What follows belongs to an exercise in optimizing a design on an open flow for small area; a production flow would make more cautious choices.
Where RTL was checked, it was by simulation tests only, not by an equivalence proof against the original.

== P ==
==> flow/design.v (excerpt) <==
module caq_port (
    input  wire        clk,
    input  wire        rst,
    input  wire        restart,
    input  wire        en_a,
    input  wire        en_b,
    input  wire        en_v,
    input  wire [2:0]  osr,
    input  wire [1:0]  cosr,
    input  wire [1:0]  pair,
    input  wire [2:0]  dosr,
    input  wire [1:0]  dcosr,
    input  wire [7:0]  stuck_len,
    input  wire [15:0] ofs_a,
    input  wire [15:0] gain_a,
    input  wire [15:0] ofs_b,
    input  wire [15:0] gain_b,
    input  wire [15:0] th_hi_a,
    input  wire [15:0] th_lo_a,
    input  wire [15:0] th_hi_b,
    input  wire [15:0] th_lo_b,
    input  wire [15:0] th_hi_v,
    input  wire [15:0] th_lo_v,
    input  wire        ds_en,
    input  wire        ds_a,
    input  wire        ds_b,
    input  wire        ds_v,
    input  wire        strobe,
    output reg         valid_a,
    output reg         valid_b,
    output reg         valid_v,
    output reg         hi_a,
    output reg         lo_a,
    output reg         hi_b,
    output reg         lo_b,
    output reg         hi_v,
    output reg         lo_v,
    output reg         stuck_a,
    output reg         stuck_b,
  ...
make LEC_CHECK=0 CAP_MARGIN=20 CORE_MARGIN=2 CORE_UTILIZATION=40 PLACE_DENSITY=0.6 SLEW_MARGIN=20 finish   # period 14.0 ns
run.sh (not shown) runs the stock make flow with config.mk's settings and CLKGATE_MAP_FILE= SYNTH_SCRIPT=/design/flow/synth_recipe.tcl, a recipe that flattens the netlist after the stock synthesis.
Setup changes, P to Q
-- flow/design.v --
<<< P, line 1
module caq_filt #(
    parameter DLY = 0,
    parameter CLR3 = 0              
) (
    input  wire        clk,
>>> Q, line 1
module caq_filt #(
    parameter DLY = 0
) (
    input  wire        clk,
<<< P, line 75
            assign s_en = take;
            assign s_b  = bit_in;
            assign s_un = unstick || (cnt == 10'd0);
            assign s_t  = tm;
        end else begin : g_dly
>>> Q, line 74
            assign s_en = take;
            assign s_b  = bit_in;
            assign s_un = unstick;
            assign s_t  = tm;
        end else begin : g_dly
<<< P, line 85
                else
                    d_en <= take;
                d_un <= unstick || (cnt == 10'd0);
                d_t  <= tm;
            end
>>> Q, line 84
                else
                    d_en <= take;
                d_un <= unstick;
                d_t  <= tm;
            end
<<< P, line 131
    assign r2_n = j2_n;
    always @(posedge clk) begin
        i1 <= i1_n;
        i2 <= i2_n;
        j1 <= j1_n;
        r2 <= j2_n;
    end
    generate
        if (CLR3) begin : g_clr3
            always @(posedge clk) begin
                if (clr)
                    r3 <= 25'd0;
                else
                    r3 <= i3_n;
            end
        end else begin : g_keep3
            always @(posedge clk)
                r3 <= i3_n;
        end
    endgenerate
endmodule
module caq_add #(
>>> Q, line 130
    assign r2_n = j2_n;
    always @(posedge clk) begin
        if (clr) begin
            i1 <= 11'd0;
            i2 <= 18'd0;
            r3 <= 25'd0;
            j1 <= 7'd0;
            r2 <= 11'd0;
        end else begin
            i1 <= i1_n;
            i2 <= i2_n;
            r3 <= i3_n;
            j1 <= j1_n;
            r2 <= j2_n;
        end
    end
endmodule
module caq_add #(
<<< P, line 463
        .r3(r3_b), .r2(r2_b), .r2_n(r2n_b), .ok(ok_b), .ready(rdy_b), .stuck(fst_b),
        .last(last_b));
    caq_filt #(.DLY(1), .CLR3(1)) u_fv (
        .clk(clk), .clr(clr), .take(take && en_v), .bit_in(ds_v),
        .osr_code(dosr), .cosr_code(dcosr), .stuck_len(stuck_len), .tap(tq_v),
>>> Q, line 458
        .r3(r3_b), .r2(r2_b), .r2_n(r2n_b), .ok(ok_b), .ready(rdy_b), .stuck(fst_b),
        .last(last_b));
    caq_filt #(.DLY(1)) u_fv (
        .clk(clk), .clr(clr), .take(take && en_v), .bit_in(ds_v),
        .osr_code(dosr), .cosr_code(dcosr), .stuck_len(stuck_len), .tap(tq_v),
### Flow results
Compared to P, Q shows a narrower setup margin.
Compared with P, Q shows number of buffers created by CTS higher by 4.
Going from P to Q, sequential share of layout area shrank by 0.37 points; area of the mapped netlist grew by about 0.3%.
The met1 routing resource usage after global routing on P is in line with that on Q.
Going from P to Q, footprint of the multi-input gates now sits higher; number of buffers and inverters on the critical path rose by 1; maximum operating frequency did not really move.
~same starting utilization of the core area in P and Q
No run of this note included a check of the RTL's function; only the layout flow was run.


caq_port, a different RTL version from the one above (not shown whole).
Size: roughly 7200 cells after synthesis, ~2700 flip-flops, ~290 I/O pins, roughly 90000 µm² of cells after synthesis.
==> module caq_cal, before the edit <==
module caq_cal (
    input  wire [15:0]        u,        
    input  wire signed [15:0] ofs,
    input  wire [15:0]        gain,
    output reg  signed [15:0] val,
    output wire               sat
);
    wire [16:0] dx = {1'b0, u} + {~ofs[15], ~ofs} + 17'h18001;   
    wire [33:0] row [0:17];
    genvar j;
    generate
        for (j = 0; j < 16; j = j + 1) begin : g_r
            assign row[j] = {18'd0, dx[15:0] & {16{gain[j]}}} << j;
        end
    endgenerate
    assign row[16] = {2'b00, ~(gain & {16{dx[16]}}), 16'd0};
    assign row[17] = 34'h3_0001_0000;
    wire [33:0] pr = row[0] + row[1] + row[2] + row[3] + row[4] + row[5] + row[6] + row[7] + row[8]
                   + row[9] + row[10] + row[11] + row[12] + row[13] + row[14] + row[15] + row[16] + row[17];
    wire [19:0] ps = pr[33:14];
    wire        hi = !ps[19] && (ps[18:15] != 4'd0);
    wire        lo =  ps[19] && (ps[18:15] != 4'hF);
    assign sat = hi || lo;
    always @(*) begin
        if (hi)
            val = 16'sh7FFF;
        else if (lo)
            val = -16'sh8000;
        else
            val = ps[15:0];
    end
endmodule
export LEC_CHECK = 0
export CAP_MARGIN = 20
export CORE_MARGIN = 2
export CORE_UTILIZATION = 55
export CTS_CLUSTER_DIAMETER = 100
export CTS_CLUSTER_SIZE = 30
export PLACE_DENSITY = 0.7
export SLEW_MARGIN = 20
create_clock -name core_clock -period 14.0 [get_ports {clk}]
The first run completed with no timing, DRC or antenna violations.
==> next run, changes <==
--- a/flow/design.v
+++ b/flow/design.v
@@ -221,13 +221,38 @@
             assign row[j] = {18'd0, dx[15:0] & {16{gain[j]}}} << j;
         end
     endgenerate
     assign row[16] = {2'b00, ~(gain & {16{dx[16]}}), 16'd0};
     assign row[17] = 34'h3_0001_0000;
-    wire [33:0] pr = row[0] + row[1] + row[2] + row[3] + row[4] + row[5] + row[6] + row[7] + row[8]
-                   + row[9] + row[10] + row[11] + row[12] + row[13] + row[14] + row[15] + row[16] + row[17];
-    wire [19:0] ps = pr[33:14];
+    function [67:0] csa(input [33:0] a, input [33:0] b, input [33:0] c);
+        csa = {((a & b) | (a & c) | (b & c)) << 1, a ^ b ^ c};
+    endfunction
+    wire [67:0] l1a = csa(row[0], row[1], row[2]);
+    wire [67:0] l1b = csa(row[3], row[4], row[5]);
+    wire [67:0] l1c = csa(row[6], row[7], row[8]);
+    wire [67:0] l1d = csa(row[9], row[10], row[11]);
+    wire [67:0] l1e = csa(row[12], row[13], row[14]);
+    wire [67:0] l1f = csa(row[15], row[16], row[17]);
+    wire [67:0] l2a = csa(l1a[33:0], l1a[67:34], l1b[33:0]);
+    wire [67:0] l2b = csa(l1b[67:34], l1c[33:0], l1c[67:34]);
+    wire [67:0] l2c = csa(l1d[33:0], l1d[67:34], l1e[33:0]);
+    wire [67:0] l2d = csa(l1e[67:34], l1f[33:0], l1f[67:34]);
+    wire [67:0] l3a = csa(l2a[33:0], l2a[67:34], l2b[33:0]);
+    wire [67:0] l3b = csa(l2b[67:34], l2c[33:0], l2c[67:34]);
+    wire [67:0] l4a = csa(l3a[33:0], l3a[67:34], l3b[33:0]);
+    wire [67:0] l4b = csa(l3b[67:34], l2d[33:0], l2d[67:34]);
+    wire [67:0] l5a = csa(l4a[33:0], l4a[67:34], l4b[33:0]);
+    wire [67:0] l6a = csa(l5a[33:0], l5a[67:34], l4b[67:34]);
+    wire [33:0] sa = l6a[33:0], sb = l6a[67:34];
+    wire [14:0] lo_c;
+    assign lo_c[0] = 1'b0;
+    generate
+        for (j = 0; j < 14; j = j + 1) begin : g_lo
+            assign lo_c[j+1] = (sa[j] & sb[j]) | (sa[j] & lo_c[j]) | (sb[j] & lo_c[j]);
+        end
+    endgenerate
+    wire [19:0] ps = sa[33:14] + sb[33:14] + {19'd0, lo_c[14]};
     wire        hi = !ps[19] && (ps[18:15] != 4'd0);
     wire        lo =  ps[19] && (ps[18:15] != 4'hF);
     assign sat = hi || lo;
     always @(*) begin
         if (hi)
Final cell count stays flat.
Setup slack gets better by 0.050 ns.
Final area hardly moves.
Count of clock-buffer cells in the layout goes up by 8.
Die area rises by 0.32%.
Global-route usage drops by 0.33 points.
Routed wire length drops by 1.8%.
Only the layout flow was run in the second run of this note; the RTL was not checked for function there.

==> port drivers added, routing unchanged <==
How much do the figures lean on ideal ports? The routed layouts below were timed once more, with nothing changed but the port constraints. Step 1 (the two cells are an assumption about what drives the block):
set clk [get_ports {clk}]
set_driving_cell -lib_cell sky130_fd_sc_hd__clkbuf_16 $clk
set_driving_cell -lib_cell sky130_fd_sc_hd__buf_2 [delete_from_list [all_inputs] $clk]
Step 2 also shifts input and output timing later by t, the mid clock arrival at the registers, as if the neighbouring blocks saw the same clock. Three values: ideal, step 1, step 2; two values: the first two.
| run | t (ns) | setup WS [ns] | worst data-port slew with drivers (ns) |
|---|---|---|---|
| P | 0.939 | 0.875 / 0.875 / 0.822 | 0.15 |
| Q | 0.952 | 0.847 / 0.847 / 0.575 | 0.19 |
| the first run of note 2 | 0.820 | 0.774 / 0.774 / 0.073 | 0.11 |
| the second run of note 2 | 0.817 | 0.825 / 0.825 / 0.704 | 0.12 |
After both steps every run listed still meets setup and hold. The setup slack of the first run of note 2, which loses most, moves by 0.000 ns with the drivers and by -0.701 ns with both steps.
